Source: an optimization exercise on an open RTL-to-GDS flow (aim: small area and a short achievable clock period). Production flows keep margins and buffers that such runs may drop. No run shown here included a check of the RTL's function; only the layout flow was run. Power figures rest on the tool's default switching activity, not on a simulated workload.

$ cat run.sh
#!/bin/bash
# synth_recipe.tcl (not shown) runs the flow's synth.tcl, then flattens the netlist and writes it again
# the make line also repeats each setting of config.mk as NAME=value (left out here)
make -C /OpenROAD-flow-scripts/flow DESIGN_CONFIG=/design/flow/config.mk WORK_HOME=/design/flow/orfs CLKGATE_MAP_FILE= SYNTH_SCRIPT=/design/flow/synth_recipe.tcl finish
$ cat config.mk
export PLATFORM = sky130hd
export DESIGN_NAME = d72_burst_check
export DESIGN_NICKNAME = d72_burst_check
export VERILOG_FILES = /design/flow/design.v
export SDC_FILE = /design/flow/constraint.sdc
export NUM_CORES = 4
export LEC_CHECK = 0
export CAP_MARGIN = 20
export CORE_MARGIN = 2
export CORE_UTILIZATION = 40
export SLEW_MARGIN = 20
$ cat constraint.sdc
create_clock -name core_clock -period 40.0 [get_ports {clk}]
set_input_delay 8.0000 -clock core_clock [delete_from_list [all_inputs] [get_ports {clk}]]
set_output_delay 8.0000 -clock core_clock [all_outputs]
set_load 0.01 [all_outputs]
$ cat design.v
module d72_burst_check (
    input  wire         clk,
    input  wire         rst,
    input  wire         beat_valid,
    input  wire [31:0]  beat_dq,
    input  wire [7:0]   beat_cb,
    input  wire [1:0]   exp_channel,
    input  wire [29:0]  exp_burst,
    input  wire [15:0]  exp_epoch,
    output reg          res_valid,
    output reg  [1:0]   res_status,
    output reg  [7:0]   res_corrected,
    output wire [511:0] res_data
);
    reg        v;
    reg [31:0] dq;
    reg [7:0]  cb;
    always @(posedge clk) begin
        v  <= beat_valid & ~rst;
        dq <= beat_dq;
        cb <= beat_cb;
    end
    reg [3:0] cnt;
    always @(posedge clk)
        if (rst) cnt <= 4'd0;
        else if (v) cnt <= cnt + 4'd1;
    wire odd   = cnt[0];
    wire first = (cnt == 4'd0);
    wire c1    = (cnt == 4'd1);
    wire last  = (cnt == 4'd15);
    reg [47:0] E;
    wire e_load = v ? last : first;
    always @(posedge clk)
        if (e_load) E <= {exp_epoch, exp_channel, exp_burst};
    wire [7:0] fc;
    assign fc[0] = E[0] ^ E[3] ^ E[4] ^ E[7] ^ E[9] ^ E[10] ^ E[12] ^ E[15] ^ E[17] ^ E[18] ^ E[21] ^ E[22] ^ E[24] ^ E[27] ^ E[28] ^ E[31] ^ cnt[1] ^ cnt[2];
    assign fc[1] = E[1] ^ E[3] ^ E[5] ^ E[7] ^ E[9] ^ E[11] ^ E[13] ^ E[15] ^ E[17] ^ E[19] ^ E[21] ^ E[23] ^ E[25] ^ E[27] ^ E[29] ^ E[31] ^ cnt[1] ^ cnt[3];
    assign fc[2] = E[2] ^ E[3] ^ E[6] ^ E[7] ^ E[10] ^ E[11] ^ E[14] ^ E[15] ^ E[18] ^ E[19] ^ E[22] ^ E[23] ^ E[26] ^ E[27] ^ E[30] ^ E[31] ^ cnt[2] ^ cnt[3];
    assign fc[3] = E[0] ^ E[1] ^ E[2] ^ E[3] ^ E[8] ^ E[9] ^ E[10] ^ E[11] ^ E[16] ^ E[17] ^ E[18] ^ E[19] ^ E[24] ^ E[25] ^ E[26] ^ E[27];
    assign fc[4] = E[4] ^ E[5] ^ E[6] ^ E[7] ^ E[8] ^ E[9] ^ E[10] ^ E[11] ^ E[20] ^ E[21] ^ E[22] ^ E[23] ^ E[24] ^ E[25] ^ E[26] ^ E[27];
    assign fc[5] = E[12] ^ E[13] ^ E[14] ^ E[15] ^ E[16] ^ E[17] ^ E[18] ^ E[19] ^ E[20] ^ E[21] ^ E[22] ^ E[23] ^ E[24] ^ E[25] ^ E[26] ^ E[27];
    assign fc[6] = E[28] ^ E[29] ^ E[30] ^ E[31];
    assign fc[7] = 1'b0;
    wire [7:0] hlo, hhi;
    assign hlo[0] = dq[0] ^ dq[1] ^ dq[2] ^ dq[4] ^ dq[5] ^ dq[7] ^ dq[10] ^ dq[11] ^ dq[13] ^ dq[16] ^ dq[20] ^ dq[21] ^ dq[23] ^ dq[26] ^ dq[30];
    assign hlo[1] = dq[0] ^ dq[1] ^ dq[3] ^ dq[4] ^ dq[6] ^ dq[8] ^ dq[10] ^ dq[12] ^ dq[14] ^ dq[17] ^ dq[20] ^ dq[22] ^ dq[24] ^ dq[27] ^ dq[31];
    assign hlo[2] = dq[0] ^ dq[2] ^ dq[3] ^ dq[5] ^ dq[6] ^ dq[9] ^ dq[11] ^ dq[12] ^ dq[15] ^ dq[18] ^ dq[21] ^ dq[22] ^ dq[25] ^ dq[28];
    assign hlo[3] = dq[1] ^ dq[2] ^ dq[3] ^ dq[7] ^ dq[8] ^ dq[9] ^ dq[13] ^ dq[14] ^ dq[15] ^ dq[19] ^ dq[23] ^ dq[24] ^ dq[25] ^ dq[29];
    assign hlo[4] = dq[4] ^ dq[5] ^ dq[6] ^ dq[7] ^ dq[8] ^ dq[9] ^ dq[16] ^ dq[17] ^ dq[18] ^ dq[19] ^ dq[26] ^ dq[27] ^ dq[28] ^ dq[29];
    assign hlo[5] = dq[10] ^ dq[11] ^ dq[12] ^ dq[13] ^ dq[14] ^ dq[15] ^ dq[16] ^ dq[17] ^ dq[18] ^ dq[19] ^ dq[30] ^ dq[31];
    assign hlo[6] = dq[20] ^ dq[21] ^ dq[22] ^ dq[23] ^ dq[24] ^ dq[25] ^ dq[26] ^ dq[27] ^ dq[28] ^ dq[29] ^ dq[30] ^ dq[31];
    assign hlo[7] = 1'b0;
    assign hhi[0] = dq[3] ^ dq[4] ^ dq[6] ^ dq[9] ^ dq[13] ^ dq[18] ^ dq[24] ^ dq[25] ^ dq[26] ^ dq[27] ^ dq[28] ^ dq[30] ^ dq[31];
    assign hhi[1] = dq[3] ^ dq[5] ^ dq[7] ^ dq[10] ^ dq[14] ^ dq[19] ^ dq[24] ^ dq[25] ^ dq[26] ^ dq[27] ^ dq[29] ^ dq[30] ^ dq[31];
    assign hhi[2] = dq[0] ^ dq[4] ^ dq[5] ^ dq[8] ^ dq[11] ^ dq[15] ^ dq[20] ^ dq[24] ^ dq[25] ^ dq[26] ^ dq[28] ^ dq[29] ^ dq[30] ^ dq[31];
    assign hhi[3] = dq[1] ^ dq[6] ^ dq[7] ^ dq[8] ^ dq[12] ^ dq[16] ^ dq[21] ^ dq[24] ^ dq[25] ^ dq[27] ^ dq[28] ^ dq[29] ^ dq[30];
    assign hhi[4] = dq[2] ^ dq[9] ^ dq[10] ^ dq[11] ^ dq[12] ^ dq[17] ^ dq[22] ^ dq[24] ^ dq[26] ^ dq[27] ^ dq[28] ^ dq[29] ^ dq[31];
    assign hhi[5] = dq[0] ^ dq[1] ^ dq[2] ^ dq[13] ^ dq[14] ^ dq[15] ^ dq[16] ^ dq[17] ^ dq[23] ^ dq[25] ^ dq[26] ^ dq[27] ^ dq[28] ^ dq[29];
    assign hhi[6] = dq[0] ^ dq[1] ^ dq[2] ^ dq[18] ^ dq[19] ^ dq[20] ^ dq[21] ^ dq[22] ^ dq[23] ^ dq[30] ^ dq[31];
    assign hhi[7] = dq[3] ^ dq[4] ^ dq[5] ^ dq[6] ^ dq[7] ^ dq[8] ^ dq[9] ^ dq[10] ^ dq[11] ^ dq[12] ^ dq[13] ^ dq[14] ^ dq[15] ^ dq[16] ^ dq[17] ^ dq[18] ^ dq[19] ^ dq[20] ^ dq[21] ^ dq[22] ^ dq[23];
    reg [7:0] synp;
    always @(posedge clk)
        if (v & ~odd) synp <= cb ^ hlo ^ fc;
    wire [7:0] syn = synp ^ hhi;
    localparam [511:0] DCOLS = 512'h574f3e3d3b372f1fe0d0c8c4c2c1b0a8a4a2a1989492918c8a898685837068646261585452514c4a49464543383432312c2a292625231c1a191615130e0d0b07;
    wire [63:0] flip;
    wire [7:0]  ecb;
    genvar gi;
    generate
        for (gi = 0; gi < 64; gi = gi + 1) begin : g_dec
            localparam [7:0] COL = DCOLS[8*gi +: 8];
            assign flip[gi] = odd & (syn == COL);
        end
        for (gi = 0; gi < 8; gi = gi + 1) begin : g_decc
            assign ecb[gi] = odd & (syn == (8'd1 << gi));
        end
    endgenerate
    wire cw_corr = |flip | |ecb;
    wire cw_unc  = (syn != 8'd0) & ~cw_corr;
    reg  [31:0] st [0:15];
    wire [31:0] hi_fix = dq ^ flip[63:32];
    integer k;
    always @(posedge clk)
        if (v) begin
            st[0] <= hi_fix;
            st[1] <= st[0] ^ flip[31:0];
            for (k = 2; k < 16; k = k + 1) st[k] <= st[k-1];
        end
    generate
        for (gi = 0; gi < 16; gi = gi + 1) begin : g_out
            assign res_data[32*gi +: 32] = st[15-gi];
        end
    endgenerate
    reg  [15:0] S;
    wire [15:0] s_base = first ? 16'hFFFF : S;
    wire [15:0] s_next;
    assign s_next[0] = s_base[3] ^ s_base[4] ^ s_base[6] ^ s_base[10] ^ s_base[11] ^ s_base[12] ^ hi_fix[2] ^ hi_fix[3] ^ hi_fix[4] ^ hi_fix[11] ^ hi_fix[12] ^ hi_fix[14] ^ hi_fix[16] ^ hi_fix[19] ^ hi_fix[20] ^ hi_fix[24] ^ hi_fix[28] ^ flip[0] ^ flip[2] ^ flip[7] ^ flip[8] ^ flip[9] ^ flip[11] ^ flip[12] ^ flip[15] ^ flip[18] ^ flip[24] ^ flip[25] ^ flip[27];
    assign s_next[1] = s_base[4] ^ s_base[5] ^ s_base[7] ^ s_base[11] ^ s_base[12] ^ s_base[13] ^ hi_fix[3] ^ hi_fix[4] ^ hi_fix[5] ^ hi_fix[12] ^ hi_fix[13] ^ hi_fix[15] ^ hi_fix[17] ^ hi_fix[20] ^ hi_fix[21] ^ hi_fix[25] ^ hi_fix[29] ^ flip[0] ^ flip[1] ^ flip[3] ^ flip[9] ^ flip[10] ^ flip[12] ^ flip[13] ^ flip[19] ^ flip[25] ^ flip[26] ^ flip[28];
    assign s_next[2] = s_base[5] ^ s_base[6] ^ s_base[8] ^ s_base[12] ^ s_base[13] ^ s_base[14] ^ hi_fix[0] ^ hi_fix[4] ^ hi_fix[5] ^ hi_fix[6] ^ hi_fix[13] ^ hi_fix[14] ^ hi_fix[18] ^ hi_fix[21] ^ hi_fix[22] ^ hi_fix[26] ^ hi_fix[30] ^ flip[1] ^ flip[2] ^ flip[4] ^ flip[10] ^ flip[11] ^ flip[13] ^ flip[14] ^ flip[20] ^ flip[26] ^ flip[27] ^ flip[29];
    assign s_next[3] = s_base[6] ^ s_base[7] ^ s_base[9] ^ s_base[13] ^ s_base[14] ^ s_base[15] ^ hi_fix[1] ^ hi_fix[5] ^ hi_fix[6] ^ hi_fix[7] ^ hi_fix[14] ^ hi_fix[15] ^ hi_fix[19] ^ hi_fix[22] ^ hi_fix[23] ^ hi_fix[27] ^ hi_fix[31] ^ flip[2] ^ flip[3] ^ flip[5] ^ flip[11] ^ flip[12] ^ flip[14] ^ flip[15] ^ flip[21] ^ flip[27] ^ flip[28] ^ flip[30];
    assign s_next[4] = s_base[0] ^ s_base[7] ^ s_base[8] ^ s_base[10] ^ s_base[14] ^ s_base[15] ^ hi_fix[0] ^ hi_fix[2] ^ hi_fix[6] ^ hi_fix[7] ^ hi_fix[8] ^ hi_fix[15] ^ hi_fix[16] ^ hi_fix[20] ^ hi_fix[23] ^ hi_fix[28] ^ flip[0] ^ flip[3] ^ flip[4] ^ flip[6] ^ flip[12] ^ flip[13] ^ flip[15] ^ flip[22] ^ flip[24] ^ flip[28] ^ flip[29] ^ flip[31];
    assign s_next[5] = s_base[0] ^ s_base[1] ^ s_base[3] ^ s_base[4] ^ s_base[6] ^ s_base[8] ^ s_base[9] ^ s_base[10] ^ s_base[12] ^ s_base[15] ^ hi_fix[0] ^ hi_fix[1] ^ hi_fix[2] ^ hi_fix[4] ^ hi_fix[7] ^ hi_fix[8] ^ hi_fix[9] ^ hi_fix[11] ^ hi_fix[12] ^ hi_fix[14] ^ hi_fix[16] ^ hi_fix[17] ^ hi_fix[19] ^ hi_fix[20] ^ hi_fix[21] ^ hi_fix[24] ^ hi_fix[28] ^ hi_fix[29] ^ flip[1] ^ flip[2] ^ flip[4] ^ flip[5] ^ flip[8] ^ flip[9] ^ flip[11] ^ flip[12] ^ flip[13] ^ flip[14] ^ flip[15] ^ flip[16] ^ flip[18] ^ flip[23] ^ flip[27] ^ flip[29] ^ flip[30];
    assign s_next[6] = s_base[1] ^ s_base[2] ^ s_base[4] ^ s_base[5] ^ s_base[7] ^ s_base[9] ^ s_base[10] ^ s_base[11] ^ s_base[13] ^ hi_fix[1] ^ hi_fix[2] ^ hi_fix[3] ^ hi_fix[5] ^ hi_fix[9] ^ hi_fix[10] ^ hi_fix[12] ^ hi_fix[13] ^ hi_fix[15] ^ hi_fix[17] ^ hi_fix[18] ^ hi_fix[20] ^ hi_fix[21] ^ hi_fix[22] ^ hi_fix[25] ^ hi_fix[29] ^ hi_fix[30] ^ flip[0] ^ flip[2] ^ flip[3] ^ flip[5] ^ flip[6] ^ flip[8] ^ flip[9] ^ flip[10] ^ flip[12] ^ flip[13] ^ flip[14] ^ flip[15] ^ flip[17] ^ flip[19] ^ flip[24] ^ flip[28] ^ flip[30] ^ flip[31];
    assign s_next[7] = s_base[2] ^ s_base[3] ^ s_base[5] ^ s_base[6] ^ s_base[8] ^ s_base[10] ^ s_base[11] ^ s_base[12] ^ s_base[14] ^ hi_fix[0] ^ hi_fix[2] ^ hi_fix[3] ^ hi_fix[4] ^ hi_fix[6] ^ hi_fix[10] ^ hi_fix[11] ^ hi_fix[13] ^ hi_fix[14] ^ hi_fix[18] ^ hi_fix[19] ^ hi_fix[21] ^ hi_fix[22] ^ hi_fix[23] ^ hi_fix[26] ^ hi_fix[30] ^ hi_fix[31] ^ flip[0] ^ flip[1] ^ flip[3] ^ flip[4] ^ flip[6] ^ flip[7] ^ flip[9] ^ flip[10] ^ flip[11] ^ flip[13] ^ flip[14] ^ flip[15] ^ flip[16] ^ flip[18] ^ flip[20] ^ flip[25] ^ flip[29] ^ flip[31];
    assign s_next[8] = s_base[0] ^ s_base[3] ^ s_base[4] ^ s_base[6] ^ s_base[7] ^ s_base[9] ^ s_base[11] ^ s_base[12] ^ s_base[13] ^ s_base[15] ^ hi_fix[1] ^ hi_fix[3] ^ hi_fix[4] ^ hi_fix[5] ^ hi_fix[7] ^ hi_fix[8] ^ hi_fix[11] ^ hi_fix[12] ^ hi_fix[14] ^ hi_fix[15] ^ hi_fix[16] ^ hi_fix[19] ^ hi_fix[20] ^ hi_fix[22] ^ hi_fix[23] ^ hi_fix[27] ^ hi_fix[31] ^ flip[0] ^ flip[1] ^ flip[2] ^ flip[4] ^ flip[5] ^ flip[7] ^ flip[10] ^ flip[11] ^ flip[12] ^ flip[14] ^ flip[15] ^ flip[16] ^ flip[17] ^ flip[19] ^ flip[21] ^ flip[26] ^ flip[30];
    assign s_next[9] = s_base[0] ^ s_base[1] ^ s_base[4] ^ s_base[5] ^ s_base[7] ^ s_base[8] ^ s_base[10] ^ s_base[12] ^ s_base[13] ^ s_base[14] ^ hi_fix[0] ^ hi_fix[2] ^ hi_fix[4] ^ hi_fix[5] ^ hi_fix[6] ^ hi_fix[8] ^ hi_fix[9] ^ hi_fix[12] ^ hi_fix[13] ^ hi_fix[15] ^ hi_fix[16] ^ hi_fix[17] ^ hi_fix[20] ^ hi_fix[21] ^ hi_fix[23] ^ hi_fix[28] ^ flip[0] ^ flip[1] ^ flip[2] ^ flip[3] ^ flip[5] ^ flip[6] ^ flip[11] ^ flip[12] ^ flip[13] ^ flip[15] ^ flip[17] ^ flip[18] ^ flip[20] ^ flip[22] ^ flip[24] ^ flip[27] ^ flip[31];
    assign s_next[10] = s_base[0] ^ s_base[1] ^ s_base[2] ^ s_base[5] ^ s_base[6] ^ s_base[8] ^ s_base[9] ^ s_base[11] ^ s_base[13] ^ s_base[14] ^ s_base[15] ^ hi_fix[0] ^ hi_fix[1] ^ hi_fix[3] ^ hi_fix[5] ^ hi_fix[6] ^ hi_fix[7] ^ hi_fix[8] ^ hi_fix[9] ^ hi_fix[10] ^ hi_fix[13] ^ hi_fix[14] ^ hi_fix[17] ^ hi_fix[18] ^ hi_fix[21] ^ hi_fix[22] ^ hi_fix[29] ^ flip[0] ^ flip[1] ^ flip[2] ^ flip[3] ^ flip[4] ^ flip[6] ^ flip[7] ^ flip[12] ^ flip[13] ^ flip[14] ^ flip[16] ^ flip[18] ^ flip[19] ^ flip[21] ^ flip[23] ^ flip[25] ^ flip[28];
    assign s_next[11] = s_base[1] ^ s_base[2] ^ s_base[3] ^ s_base[6] ^ s_base[7] ^ s_base[9] ^ s_base[10] ^ s_base[12] ^ s_base[14] ^ s_base[15] ^ hi_fix[1] ^ hi_fix[2] ^ hi_fix[4] ^ hi_fix[6] ^ hi_fix[7] ^ hi_fix[9] ^ hi_fix[10] ^ hi_fix[11] ^ hi_fix[14] ^ hi_fix[15] ^ hi_fix[18] ^ hi_fix[19] ^ hi_fix[22] ^ hi_fix[23] ^ hi_fix[30] ^ flip[1] ^ flip[2] ^ flip[3] ^ flip[4] ^ flip[5] ^ flip[7] ^ flip[8] ^ flip[13] ^ flip[14] ^ flip[15] ^ flip[17] ^ flip[19] ^ flip[20] ^ flip[22] ^ flip[24] ^ flip[26] ^ flip[29];
    assign s_next[12] = s_base[0] ^ s_base[2] ^ s_base[6] ^ s_base[7] ^ s_base[8] ^ s_base[12] ^ s_base[13] ^ s_base[15] ^ hi_fix[0] ^ hi_fix[4] ^ hi_fix[5] ^ hi_fix[7] ^ hi_fix[8] ^ hi_fix[10] ^ hi_fix[14] ^ hi_fix[15] ^ hi_fix[16] ^ hi_fix[23] ^ hi_fix[24] ^ hi_fix[28] ^ hi_fix[31] ^ flip[3] ^ flip[4] ^ flip[5] ^ flip[6] ^ flip[7] ^ flip[8] ^ flip[11] ^ flip[12] ^ flip[14] ^ flip[20] ^ flip[21] ^ flip[23] ^ flip[30];
    assign s_next[13] = s_base[0] ^ s_base[1] ^ s_base[3] ^ s_base[7] ^ s_base[8] ^ s_base[9] ^ s_base[13] ^ s_base[14] ^ hi_fix[0] ^ hi_fix[1] ^ hi_fix[5] ^ hi_fix[6] ^ hi_fix[8] ^ hi_fix[9] ^ hi_fix[11] ^ hi_fix[15] ^ hi_fix[16] ^ hi_fix[17] ^ hi_fix[25] ^ hi_fix[29] ^ flip[4] ^ flip[5] ^ flip[6] ^ flip[7] ^ flip[8] ^ flip[9] ^ flip[12] ^ flip[13] ^ flip[15] ^ flip[21] ^ flip[22] ^ flip[24] ^ flip[31];
    assign s_next[14] = s_base[1] ^ s_base[2] ^ s_base[4] ^ s_base[8] ^ s_base[9] ^ s_base[10] ^ s_base[14] ^ s_base[15] ^ hi_fix[0] ^ hi_fix[1] ^ hi_fix[2] ^ hi_fix[6] ^ hi_fix[7] ^ hi_fix[9] ^ hi_fix[10] ^ hi_fix[12] ^ hi_fix[17] ^ hi_fix[18] ^ hi_fix[26] ^ hi_fix[30] ^ flip[0] ^ flip[5] ^ flip[6] ^ flip[7] ^ flip[9] ^ flip[10] ^ flip[13] ^ flip[14] ^ flip[16] ^ flip[22] ^ flip[23] ^ flip[25];
    assign s_next[15] = s_base[2] ^ s_base[3] ^ s_base[5] ^ s_base[9] ^ s_base[10] ^ s_base[11] ^ s_base[15] ^ hi_fix[1] ^ hi_fix[2] ^ hi_fix[3] ^ hi_fix[7] ^ hi_fix[10] ^ hi_fix[11] ^ hi_fix[13] ^ hi_fix[18] ^ hi_fix[19] ^ hi_fix[27] ^ hi_fix[31] ^ flip[1] ^ flip[6] ^ flip[7] ^ flip[8] ^ flip[10] ^ flip[11] ^ flip[14] ^ flip[15] ^ flip[17] ^ flip[23] ^ flip[24] ^ flip[26];
    always @(posedge clk) if (v) S <= s_next;
    reg  [15:0] V;
    wire [15:0] v_base = first ? 16'h0000 : V;
    wire [15:0] v_next;
    wire [7:0]  cbe = odd ? 8'h00 : cb;
    assign v_next[0] = v_base[12] ^ cbe[4] ^ ecb[0];
    assign v_next[1] = v_base[13] ^ cbe[0] ^ cbe[5] ^ ecb[1];
    assign v_next[2] = v_base[14] ^ cbe[1] ^ cbe[6] ^ ecb[2];
    assign v_next[3] = v_base[15] ^ cbe[2] ^ cbe[7] ^ ecb[3];
    assign v_next[4] = v_base[0] ^ cbe[3] ^ ecb[4];
    assign v_next[5] = v_base[1] ^ v_base[12] ^ ecb[5];
    assign v_next[6] = v_base[2] ^ v_base[13] ^ ecb[6];
    assign v_next[7] = v_base[3] ^ v_base[14] ^ ecb[7];
    assign v_next[8] = v_base[4] ^ v_base[15] ^ cbe[0];
    assign v_next[9] = v_base[5] ^ cbe[1];
    assign v_next[10] = v_base[6] ^ cbe[2];
    assign v_next[11] = v_base[7] ^ cbe[3];
    assign v_next[12] = v_base[8] ^ v_base[12] ^ cbe[0];
    assign v_next[13] = v_base[9] ^ v_base[13] ^ cbe[1];
    assign v_next[14] = v_base[10] ^ v_base[14] ^ cbe[2];
    assign v_next[15] = v_base[11] ^ v_base[15] ^ cbe[3];
    always @(posedge clk) if (v) V <= v_next;
    reg  [15:0] R;
    wire [15:0] r_base = first ? 16'h0000 : R;
    wire [15:0] r_next;
    wire        t_lo = odd & ~(cnt[3] & cnt[2]);
    wire        t_hi = odd & cnt[3] & cnt[2];
    wire [7:0]  tlo = t_lo ? cb : 8'h00;
    wire [7:0]  thi = t_hi ? cb : 8'h00;
    assign r_next[0] = r_base[4] ^ thi[1] ^ thi[3] ^ thi[6] ^ thi[7];
    assign r_next[1] = r_base[0] ^ r_base[5] ^ thi[0] ^ thi[2] ^ thi[4] ^ thi[7];
    assign r_next[2] = r_base[1] ^ r_base[6] ^ thi[0] ^ thi[1] ^ thi[3] ^ thi[5];
    assign r_next[3] = r_base[2] ^ r_base[7] ^ thi[1] ^ thi[2] ^ thi[4] ^ thi[6];
    assign r_next[4] = r_base[3] ^ r_base[8] ^ thi[0] ^ thi[2] ^ thi[3] ^ thi[5] ^ thi[7];
    assign r_next[5] = r_base[9] ^ thi[4] ^ thi[7];
    assign r_next[6] = r_base[10] ^ thi[5];
    assign r_next[7] = r_base[11] ^ thi[6];
    assign r_next[8] = r_base[0] ^ r_base[12] ^ tlo[0] ^ thi[7];
    assign r_next[9] = r_base[1] ^ r_base[13] ^ tlo[1];
    assign r_next[10] = r_base[2] ^ r_base[14] ^ tlo[2] ^ thi[0];
    assign r_next[11] = r_base[3] ^ r_base[15] ^ tlo[3] ^ thi[0] ^ thi[1];
    assign r_next[12] = r_base[0] ^ tlo[4] ^ thi[2] ^ thi[3] ^ thi[6] ^ thi[7];
    assign r_next[13] = r_base[1] ^ tlo[5] ^ thi[0] ^ thi[3] ^ thi[4] ^ thi[7];
    assign r_next[14] = r_base[2] ^ tlo[6] ^ thi[1] ^ thi[4] ^ thi[5];
    assign r_next[15] = r_base[3] ^ tlo[7] ^ thi[0] ^ thi[2] ^ thi[5] ^ thi[6];
    always @(posedge clk) if (v) R <= r_next;
    wire [15:0] chk;
    assign chk[0] = s_next[0] ^ s_next[1] ^ s_next[3] ^ s_next[10] ^ v_next[0] ^ r_next[0];
    assign chk[1] = s_next[1] ^ s_next[2] ^ s_next[4] ^ s_next[11] ^ v_next[1] ^ r_next[1];
    assign chk[2] = s_next[2] ^ s_next[3] ^ s_next[5] ^ s_next[12] ^ v_next[2] ^ r_next[2];
    assign chk[3] = s_next[3] ^ s_next[4] ^ s_next[6] ^ s_next[13] ^ v_next[3] ^ r_next[3];
    assign chk[4] = s_next[0] ^ s_next[4] ^ s_next[5] ^ s_next[7] ^ s_next[14] ^ v_next[4] ^ r_next[4];
    assign chk[5] = s_next[3] ^ s_next[5] ^ s_next[6] ^ s_next[8] ^ s_next[10] ^ s_next[15] ^ v_next[5] ^ r_next[5];
    assign chk[6] = s_next[0] ^ s_next[4] ^ s_next[6] ^ s_next[7] ^ s_next[9] ^ s_next[11] ^ v_next[6] ^ r_next[6];
    assign chk[7] = s_next[1] ^ s_next[5] ^ s_next[7] ^ s_next[8] ^ s_next[10] ^ s_next[12] ^ v_next[7] ^ r_next[7];
    assign chk[8] = s_next[2] ^ s_next[6] ^ s_next[8] ^ s_next[9] ^ s_next[11] ^ s_next[13] ^ v_next[8] ^ r_next[8];
    assign chk[9] = s_next[0] ^ s_next[3] ^ s_next[7] ^ s_next[9] ^ s_next[10] ^ s_next[12] ^ s_next[14] ^ v_next[9] ^ r_next[9];
    assign chk[10] = s_next[1] ^ s_next[4] ^ s_next[8] ^ s_next[10] ^ s_next[11] ^ s_next[13] ^ s_next[15] ^ v_next[10] ^ r_next[10];
    assign chk[11] = s_next[0] ^ s_next[2] ^ s_next[5] ^ s_next[9] ^ s_next[11] ^ s_next[12] ^ s_next[14] ^ v_next[11] ^ r_next[11];
    assign chk[12] = s_next[6] ^ s_next[12] ^ s_next[13] ^ s_next[15] ^ v_next[12] ^ r_next[12];
    assign chk[13] = s_next[0] ^ s_next[7] ^ s_next[13] ^ s_next[14] ^ v_next[13] ^ r_next[13];
    assign chk[14] = s_next[1] ^ s_next[8] ^ s_next[14] ^ s_next[15] ^ v_next[14] ^ r_next[14];
    assign chk[15] = s_next[0] ^ s_next[2] ^ s_next[9] ^ s_next[15] ^ v_next[15] ^ r_next[15];
    wire crc_ok = (chk == 16'h0000);
    reg unc, mm;
    reg [7:0] ebyte;
    always @* begin
        case (cnt[3:1])
            3'd0: ebyte = E[7:0];
            3'd1: ebyte = E[15:8];
            3'd2: ebyte = E[23:16];
            3'd3: ebyte = E[31:24];
            3'd4: ebyte = E[39:32];
            3'd5: ebyte = E[47:40];
            default: ebyte = 8'h00;
        endcase
    end
    wire unc_all = (unc & ~c1) | cw_unc;
    always @(posedge clk)
        if (v & odd) begin
            unc <= unc_all;
            res_corrected <= {cw_corr, res_corrected[7:1]};
            if (~(cnt[3] & cnt[2])) mm <= (mm & ~c1) | (cb != ebyte);
        end
    always @(posedge clk) begin
        res_valid <= v & last & ~rst;
        if (v & last) begin
            if (unc_all)      res_status <= 2'd1;
            else if (!crc_ok) res_status <= 2'd2;
            else if (mm)      res_status <= 2'd3;
            else              res_status <= 2'd0;
        end
    end
endmodule
==> results.toml, run 1 <==
[run_status]
status = "timing/DRC/antenna clean"

[final_layout]
final_design_area_excluding_fillers_sq_mm = 0.0399
area_growth_pct = 32.5
finalNetCount = 2677
antenna_cells = 0
drive_gt1_frac = 0.0858
final_core_utilization = 0.536

[synthesis]
post_synth_num_cell_types = 80
synth-main-ff-cell = "edfxtp_1"
synth-async-reset-ratio = 0
synth_area_per_cell_sq_um = 15.5
synth_cells = 1946
synth_simple_gate_area_share = 0.0600
ys_seq_area_frac = 0.656
syn_nets = 2040
ys_ff_latch = 674
netlist_area_sq_mm = 0.0302
netlist.area_leader.share = 0.625
yosysWarnings = 2
synth_top_family_by_area = "XOR/XNOR gates"
synth-compound-area-share = 0.0380
synth_largest_area_cell = "edfxtp_1"
synthXorXnorAreaFrac = 0.217
synth_enable_flop_cells = 628
yosys.area_share.adder = 0.00124
synthMuxAreaShare = 0.0118
synth.top_cells.by_area = "edfxtp_1 (63%), xnor2_1 (11%), xnor3_1 (4.3%), xor2_1 (3.4%), dfxtp_1 (3.1%)"

[place]
post_dp_area_sq_mm = 0.0374
final_hpwl_dp_microns = 83800
routabilityCongestion = 1.00
port-buffer-count = 613

[sta]
relSlewSlack = 0.186
setup_viol = 0
fin_setup_tns_ns = 0
timing_max_transition_violations_final = 0
final-hold-violation-count = 0
finalCriticalPeriod_ns = 9.94
setup_repair_after_global_routing_missed_its_margin = "false"
timing.hold.ws_ns = 0.424
post-route-period-util = 0.249
achievable-frequency_ghz = 0.101
timing.clock.skew_ns = 0.0476
worst_slew_pin_slew_ns = 1.22

[setup_path]
data_required_time_of_the_critical_path_ns = 32.00
crit_arrival_ns = 1.94
critical-path-max-stage-delay_ns = 0.66
critical_path.endpoint_type = "output pin"
critPathKind = "reg -> out"
timing.critical_path.from_type = "register"
critical-path-top-delay-family = "flip-flops"
crit_buf_inv = 1
critical_path.max_fanout = 2
critPathSlowestCell = "edfxtp_1"
timing.critical_path.cells = "clkdlybuf4s50_1"

[routing]
vias = 19000
wl_microns = 107000
detail_route.vias_per_cell = 5.26
route.antenna.remaining_nets = 0
average_wire_per_cell_in_the_routed_design_microns = 29.7
dr.pass1.iters = 6
post-route-drc-count = 0
initialDrtViolationCount = 1761

[cts]
cts_tree = "yes"
cts.repair_timing.setup_buffer_count = 0
clk_root_buffer_cell = "clkbuf_16"
ctsHoldBuffers = 0
post_cts.resized_instances = 0
cts.reportedPaths.clkPinSlew_ns = 0.06
tritoncts_buffers = 75
clock_latency_ns = 0.65
cts-htree-levels = 3
clock_tree.buffer_depth = 3
clkSinkCount = 674

[flow_run]
cap_violations = 0

[die]
core_area_sq_mm = 0.0746
initial_core_utilization = 0.404
die-width_microns = 279
die_height_microns = 279
top_level_ports = 614
floorplan.die_area_sq_mm = 0.0776
core.rowCount = 100

[min_path]
hold_path_class = "reg -> reg"

[global_route]
remaining_global_route_overflow = 0
grt_start_max_net_pins = 197
grtUsageTotal = 0.271
grt_pass1_vias = 19000
grt_antenna_before_repair = 2
grt_first_pass_wirelength_microns = 148000

[power]
vdd_drop_max_mv = 0.0674
power_density_mw_per_mm2 = 72.0
power_w = 0.00288
total_leakage_power_nw = 14.0
-- per-stage QoR --
stage	instances	worst slack (ns)
after floorplan	1946	24.51
after global placement	3475	30.74
after detailed placement	3475	30.76
after CTS	3614	30.05
after global routing	3614	30.09
final	3614	30.06
-- cell usage in the layout, fill, tap and decap left out, types with 31 or more instances in the layout --
cell type and instances:
inv_1 31, nand2_1 77, clkbuf_16 77, nor3_1 54, xnor2_1 372, a21oi_1 31, nor2_1 117, xnor3_1 57
nand3_1 32, dfxtp_1 45, edfxtp_1 628, clkdlybuf4s50_1 613, xor2_1 117
-- registers in the layout, summed over array words and instances, names as in the netlist --
name and cells:
S 16, R 16, synp 8, st 512, V 16, mm 1, res_corrected 8, res_valid 1
res_status 2, E 48, v 1, cb 8, unc 1, dq 32, cnt 4
-- synth_stat cells, drive strengths merged (11+ instances only) --
library cell  count
clkbuf           41
xor3             12
buf              38
xnor2           395
dfxtp            46
a211oi           12
inv              31
nand4            11
nand2            77
a21oi            35
nor2            122
o211ai           15
edfxtp          628
o21ai            25
xnor3            65
xor2            125
mux2i            28
a22oi            12
nor4             17
nand3            35
nor3             65
a31oi            11
-- cells by family after synthesis --
kind of cell	Yosys count
flip-flops	674
XOR/XNOR	597
AND/OR/NAND/NOR	365
AO/OA/AOI/OAI	161
buffers and inverters	114
multiplexers	32
adder cells (fa/ha/maj)	3
-- layer usage --
layer	wire length, microns	up-vias	GRT usage	share of wire
li1	-	8337	-	-
met4	5350	0	0.116	0.050
met3	7980	210	0.0677	0.074
met1	40300	9584	0.319	0.38
met5	0	-	0	0
met2	53700	863	0.471	0.50
-- path summary, 6_finish.rpt --
kind | start | to | slack, ns | depth (start not counted)
hold reg to reg | st[3][23] | st[4][23] | 0.42 | 0
setup / recovery | st[13][4] | res_data[68] | 30.06 | 1
hold / removal | st[3][23] | st[4][23] | 0.42 | 0
setup reg to reg | dq[25] | res_status[1] | 32.14 | 16
-- layout make-up --
cell class / instances / area, sq um
Fill cell: 6203 / 34600
Sequential cell: 674 / 19800
Multi-Input combinational cell: 1158 / 9940
Timing Repair Buffer: 639 / 6360
Clock buffer: 88 / 1980
Tap cell: 969 / 1210
Clock inverter: 51 / 543
Inverter: 35 / 131
-- report_power, final --
| group | switching (W) | internal, W | leakage [nW] |
|---|---|---|---|
| Clock | 0.000294 | 0.000406 | 1.23 |
| Sequential | 0.0000433 | 0.000834 | 6.30 |
| Combinational | 0.000711 | 0.000587 | 6.43 |
| Total | 0.00105 | 0.00183 | 14.0 |
==> run 2, diff against run 1 <==
==> flow/run.sh (new file) <==
#!/bin/bash
set -euo pipefail
export BUFFER_PORTS_ARGS="-buffer_cell sky130_fd_sc_hd__buf_1"
bash standard.sh > standard.log 2>&1
==> standard.sh (new file) <==
#!/bin/bash
# synth_recipe.tcl (not shown) runs the flow's synth.tcl, then flattens the netlist and writes it again
# the make line also repeats each setting of config.mk as NAME=value (left out here)
make -C /OpenROAD-flow-scripts/flow DESIGN_CONFIG=/design/flow/config.mk WORK_HOME=/design/flow/orfs CLKGATE_MAP_FILE= SYNTH_SCRIPT=/design/flow/synth_recipe.tcl "${@:-finish}"
removed: run.sh
==> results.toml, run 2 <==
[global_route]
grt_start_max_net_pins = 214
grtUsageTotal = 0.268
remaining_global_route_overflow = 0
grt_pass1_vias = 19300
grt_antenna_before_repair = 3
grt_first_pass_wirelength_microns = 147000

[setup_path]
timing.critical_path.from_type = "register"
critical_path.endpoint_type = "output pin"
timing.critical_path.cells = "buf_1"
crit_buf_inv = 1
critical-path-top-delay-family = "flip-flops"
critPathKind = "reg -> out"
critPathSlowestCell = "edfxtp_1"
critical-path-max-stage-delay_ns = 0.65
crit_arrival_ns = 1.52
critical_path.max_fanout = 2
data_required_time_of_the_critical_path_ns = 32.00

[routing]
vias = 19300
detail_route.vias_per_cell = 5.33
route.antenna.remaining_nets = 0
dr.pass1.iters = 9
post-route-drc-count = 0
average_wire_per_cell_in_the_routed_design_microns = 29.4
wl_microns = 106000
initialDrtViolationCount = 1972

[sta]
setup_repair_after_global_routing_missed_its_margin = "false"
fin_setup_tns_ns = 0
worst_slew_pin_slew_ns = 1.26
timing_max_transition_violations_final = 0
relSlewSlack = 0.151
final-hold-violation-count = 0
achievable-frequency_ghz = 0.105
timing.clock.skew_ns = 0.0445
setup_viol = 0
timing.hold.ws_ns = 0.423
post-route-period-util = 0.238
finalCriticalPeriod_ns = 9.52

[power]
sw_frac_of_total = 0.366
power_frac_seq = 0.308
internal-power_w = 0.00181
combinationalPowerShare = 0.442
p_sw_w = 0.00104
power_density_mw_per_mm2 = 78.7
total_leakage_power_nw = 12.3
vdd_drop_max_mv = 0.0662
clockPowerShare = 0.249

[final_layout]
final_design_area_excluding_fillers_sq_mm = 0.0362
finalNetCount = 2683
top_regs = "st (512), E (48), dq (32)"
area_growth_pct = 20.1
largest_register_ffs = 512
mostFrequentLayoutCells = "edfxtp_1 (628), buf_1 (613), xnor2_1 (373)"
mostFrequentLayoutCell = "edfxtp_1"
largest_register = "st"
drive_gt1_frac = 0.0894

[synthesis]
synth_largest_area_cell = "edfxtp_1"
synthXorXnorAreaFrac = 0.217
ys_seq_area_frac = 0.656
synth_top_family_by_area = "XOR/XNOR gates"
synth.top_cells.by_area = "edfxtp_1 (63%), xnor2_1 (11%), xnor3_1 (4.3%), xor2_1 (3.4%), dfxtp_1 (3.1%)"
post_synth_top_cells = "edfxtp_1 (628), xnor2_1 (375), nor2_1 (117), xor2_1 (117), nand2_1 (77)"
syn_nets = 2040
netlist.area_leader.share = 0.625
synthMuxAreaShare = 0.0118
synthMostInstantiatedCell = "edfxtp_1"
netlist_area_sq_mm = 0.0302
synth-main-ff-cell = "edfxtp_1"
yosys.area_share.adder = 0.00124
synth_enable_flop_cells = 628
synth-async-reset-ratio = 0
synth_area_per_cell_sq_um = 15.5
synth_cells = 1946
synth-compound-area-share = 0.0380
yosysWarnings = 2
ys_ff_latch = 674
synth_simple_gate_area_share = 0.0600
post_synth_num_cell_types = 80

[place]
final_hpwl_dp_microns = 82800
port-buffer-count = 613
routabilityCongestion = 1.02
post_dp_area_sq_mm = 0.0336

[die]
core.rowCount = 100
floorplan.die_area_sq_mm = 0.0776
core_area_sq_mm = 0.0746
die-width_microns = 279
initial_core_utilization = 0.404
top_level_ports = 614
die_height_microns = 279

[run_status]
status = "timing/DRC/antenna clean"

[flow_run]
cap_violations = 0

[cts]
clock_latency_ns = 0.66
cts.repair_timing.setup_buffer_count = 0
clkSinkCount = 674
clock_tree.buffer_depth = 3
cts_tree = "yes"
ctsHoldBuffers = 0
cts.reportedPaths.clkPinSlew_ns = 0.06
tritoncts_buffers = 74
clk_root_buffer_cell = "clkbuf_16"
cts-htree-levels = 3
post_cts.resized_instances = 0

[min_path]
hold_path_class = "reg -> reg"
==> run 2: stage by stage <==
stage	cells	power (W)	utilization	worst slack, ns
after global placement	3481	0.00213	0.451	31.17
after floorplan	1946	0.00186	-	24.51
after global routing	3619	0.00297	0.486	30.50
final	3622	0.00285	0.486	30.48
after detailed placement	3481	0.00214	0.451	31.19
after CTS	3618	0.00286	0.485	30.47
==> run 2: final timing paths <==
| kind | slack, ns | cells after the start | end | start |
|---|---|---|---|---|
| max reg2reg | 32.46 | 16 | res_status[1] | dq[26] |
| min reg2reg | 0.42 | 0 | st[2][31] | st[1][31] |
| min | 0.42 | 0 | st[2][31] | st[1][31] |
| max | 30.48 | 1 | res_data[75] | st[13][11] |
==> run 2: logic make-up after synthesis <==
kind of cell / Yosys count
adder cells (fa/ha/maj): 3
multiplexers: 32
XOR/XNOR: 597
AO/OA/AOI/OAI: 161
flip-flops: 674
buffers and inverters: 114
AND/OR/NAND/NOR: 365
==> run 2: area by class of cell <==
cell class	instances	area [sq um]
Inverter	35	131
Timing Repair Buffer	646	2590
Multi-Input combinational cell	1158	9930
Sequential cell	674	19800
Clock inverter	53	664
Tap cell	969	1210
Fill cell	6625	38300
Clock buffer	84	1910
Antenna cell	3	7.51
==> run 2: layer usage <==
layer | wire length (microns) | vias to the layer above | global-route usage
li1 | - | 8351 | -
met1 | 39700 | 9796 | 0.315
met2 | 53200 | 922 | 0.464
met3 | 7240 | 253 | 0.0547
met4 | 6340 | 0 | 0.139
met5 | 0 | - | 0
==> run 2: power groups by stage <==
stage	sequential [W]	clock, W	combinational, W
6_report	0.000879	0.000711	0.00126
5_1_grt	0.000883	0.000751	0.00134
4_1_cts	0.000880	0.000725	0.00125
3_5_place_dp	0.000895	0	0.00125
3_3_place_gp	0.000893	0	0.00124
2_1_floorplan	0.000902	0	0.000960
==> run 3, diff against run 2 <==
==> flow/run.sh (replaced) <==
#!/bin/bash
set -euo pipefail
export BUFFER_PORTS_ARGS="-buffer_cell sky130_fd_sc_hd__buf_2"
bash standard.sh > standard.log 2>&1
--- a/config.mk
+++ b/config.mk
@@ -8,4 +8,4 @@
 export CAP_MARGIN = 20
 export CORE_MARGIN = 2
-export CORE_UTILIZATION = 40
+export CORE_UTILIZATION = 65
 export SLEW_MARGIN = 20
==> results.toml, run 3 <==
[run_status]
status = "timing/DRC/antenna clean"

[global_route]
grt_antenna_before_repair = 3
grt_start_max_net_pins = 100
grt_first_pass_wirelength_microns = 144000
grtUsageTotal = 0.427
remaining_global_route_overflow = 0
grt_pass1_vias = 19900

[routing]
route.antenna.remaining_nets = 0
average_wire_per_cell_in_the_routed_design_microns = 32.1
wl_microns = 104000
initialDrtViolationCount = 3249
dr.pass1.iters = 8
post-route-drc-count = 0
vias = 20900
detail_route.vias_per_cell = 6.46

[die]
core_area_sq_mm = 0.0456
core.rowCount = 78
top_level_ports = 614
initial_core_utilization = 0.662
die-width_microns = 219
die_height_microns = 219
floorplan.die_area_sq_mm = 0.0481

[setup_path]
reg2reg_slack_ns = 32.09
critical-path-top-delay-family = "flip-flops"
critical_path.max_fanout = 2
r2r_end = "res_status[1]"
data_required_time_of_the_critical_path_ns = 32.00
critPathSlowestCell = "edfxtp_1"
critPathKind = "reg -> out"
critical-path-max-stage-delay_ns = 0.62
timing.critical_path.cells = "buf_2"
critical_path.endpoint_type = "output pin"
worstRegToRegCells = 16
timing.critical_path.from_type = "register"
crit_buf_inv = 1
crit_arrival_ns = 1.48
critical_path.reg2reg.startpoint = "dq[26]"

[sta]
relSlewSlack = 0.244
timing_max_transition_violations_final = 0
worst_slew_pin_slew_ns = 1.10
setup_repair_after_global_routing_missed_its_margin = "false"
finalCriticalPeriod_ns = 9.48
worst_slack_ns = 30.52
timing.clock.skew_ns = 0.0317
final-hold-violation-count = 0
post-route-period-util = 0.237
setup_viol = 0
fin_setup_tns_ns = 0
achievable-frequency_ghz = 0.105

[synthesis]
yosysWarnings = 2
ys_seq_area_frac = 0.656
syn_nets = 2040
synth.top_cells.by_area = "edfxtp_1 (63%), xnor2_1 (11%), xnor3_1 (4.3%), xor2_1 (3.4%), dfxtp_1 (3.1%)"
synth-async-reset-ratio = 0
synth_enable_flop_cells = 628
netlist_area_sq_mm = 0.0302
netlist.area_leader.share = 0.625
synthMostInstantiatedCell = "edfxtp_1"
synth-main-ff-cell = "edfxtp_1"
synth_cells = 1946
post_synth_top_cells = "edfxtp_1 (628), xnor2_1 (375), nor2_1 (117), xor2_1 (117), nand2_1 (77)"
ys_ff_latch = 674
synth_area_per_cell_sq_um = 15.5
synth_largest_area_cell = "edfxtp_1"
post_synth_num_cell_types = 80

[min_path]
hold_path.startpoint = "st[1][5]"
hold_depth = 0
hold_path_class = "reg -> reg"
hold_end = "st[2][5]"

[final_layout]
mostFrequentLayoutCell = "edfxtp_1"
largest_register_ffs = 512
mostFrequentLayoutCells = "edfxtp_1 (628), buf_2 (613), xnor2_1 (373)"
finalNetCount = 2677
top_regs = "st (512), E (48), dq (32)"
drive_gt1_frac = 0.314
area_growth_pct = 19.7
antenna_cells = 0
instances_no_fill = 3234
largest_register = "st"

[power]
power_density_mw_per_mm2 = 78.4
power_frac_seq = 0.311
internal-power_w = 0.00175
sw_frac_of_total = 0.381
power_w = 0.00283
combinationalPowerShare = 0.467
total_leakage_power_nw = 13.8
p_sw_w = 0.00108
vdd_drop_max_mv = 0.227
clockPowerShare = 0.222

[cts]
cts.repair_timing.setup_buffer_count = 0
ctsHoldBuffers = 0
cts.reportedPaths.clkPinSlew_ns = 0.06
clock_tree.buffer_depth = 3
cts_tree = "yes"
post_cts.resized_instances = 0
clkSinkCount = 674
cts-htree-levels = 3
clk_root_buffer_cell = "clkbuf_16"
tritoncts_buffers = 68
clock_latency_ns = 0.64

[place]
final_hpwl_dp_microns = 75500
port-buffer-count = 613
post-place-ws_ns = 31.25
placed_cells = 3112
routabilityCongestion = 1.03

[flow_run]
cap_violations = 0
[run 3: how the worst max path moves through the flow]
stage / start / endpoint / cells past startpoint / slack, ns
4_1_cts: st[13][23] / res_data[87] / 1 / 30.56
5_1_grt: st[1][23] / res_data[471] / 1 / 30.56
2_1_floorplan: v / E[0] / 2 / 24.51
6_report: st[3][12] / res_data[396] / 1 / 30.52
3_5_place_dp: st[13][23] / res_data[87] / 1 / 31.25
3_3_place_gp: st[13][23] / res_data[87] / 1 / 31.23
[run 3: final cells by class]
| type | count | area, sq um |
|---|---|---|
| Fill cell | 2488 | 9490 |
| Timing Repair Buffer | 646 | 3350 |
| Clock inverter | 38 | 365 |
| Multi-Input combinational cell | 1158 | 9930 |
| Clock buffer | 83 | 1780 |
| Sequential cell | 674 | 19800 |
| Tap cell | 600 | 751 |
| Inverter | 35 | 131 |
[run 3: kinds of logic after synthesis]
| logic type | count (synthesis) | share of synthesized area |
|---|---|---|
| AO/OA/AOI/OAI | 161 | 0.0380 |
| XOR/XNOR | 597 | 0.217 |
| flip-flops | 674 | 0.656 |
| buffers and inverters | 114 | 0.0159 |
| AND/OR/NAND/NOR | 365 | 0.0600 |
| adder cells (fa/ha/maj) | 3 | 0.00124 |
| multiplexers | 32 | 0.0118 |
[run 3: power groups by stage]
| stage | Combinational [W] | Sequential [W] | Clock [W] |
|---|---|---|---|
| after floorplan | 0.000960 | 0.000902 | 0 |
| after global placement | 0.00122 | 0.000890 | 0 |
| after detailed placement | 0.00125 | 0.000893 | 0 |
| after CTS | 0.00128 | 0.000880 | 0.000628 |
| after global routing | 0.00137 | 0.000883 | 0.000655 |
| final | 0.00132 | 0.000881 | 0.000628 |
[run 3: per-stage QoR]
stage	instance area [sq um]	utilization	hold WS, ns
2_1_floorplan	30200	-	0.406
3_3_place_gp	33900	0.744	0.423
3_5_place_dp	33900	0.744	0.426
4_1_cts	36000	0.791	0.426
5_1_grt	36100	0.792	0.440
6_report	36100	0.792	0.424
[run 3: per-layer routing]
layer	track usage	wire length, microns	up-vias
li1	-	-	8308
met1	0.559	36100	10200
met2	0.685	49100	1962
met3	0.102	12600	398
met4	0.187	5950	2
met5	0	11	-

-- what the ideal ports hide --
How much do the figures lean on ideal ports? The routed layouts below were timed once more, with nothing changed but the port constraints. Step 1 sets driving cells, clkbuf_16 on the clock port and buf_2 on the other inputs (assumed; they add their load-dependent delay and slew). Step 2 times the ports against the registers' clock, not the clock port: input delays grow and output delays shrink by t, the midpoint of the rising clock arrivals with the driver on. Slacks: ideal ports / drivers / drivers and shift; pairs: ideal ports / drivers.
run | t (ns) | slack for setup (ns) | hold WS [ns] | worst setup path after step 2 | worst data-port slew with drivers (ns)
run 1 | 0.689 | 30.056 / 29.992 / 30.681 | 0.424 / 0.424 / 0.424 | register to output | 0.05
run 2 | 0.694 | 30.484 / 30.423 / 31.117 | 0.423 / 0.423 / 0.423 | register to output | 0.05
run 3 | 0.681 | 30.518 / 30.458 / 31.139 | 0.424 / 0.424 / 0.424 | register to output | 0.07
After both steps setup and hold are still met in every run listed.
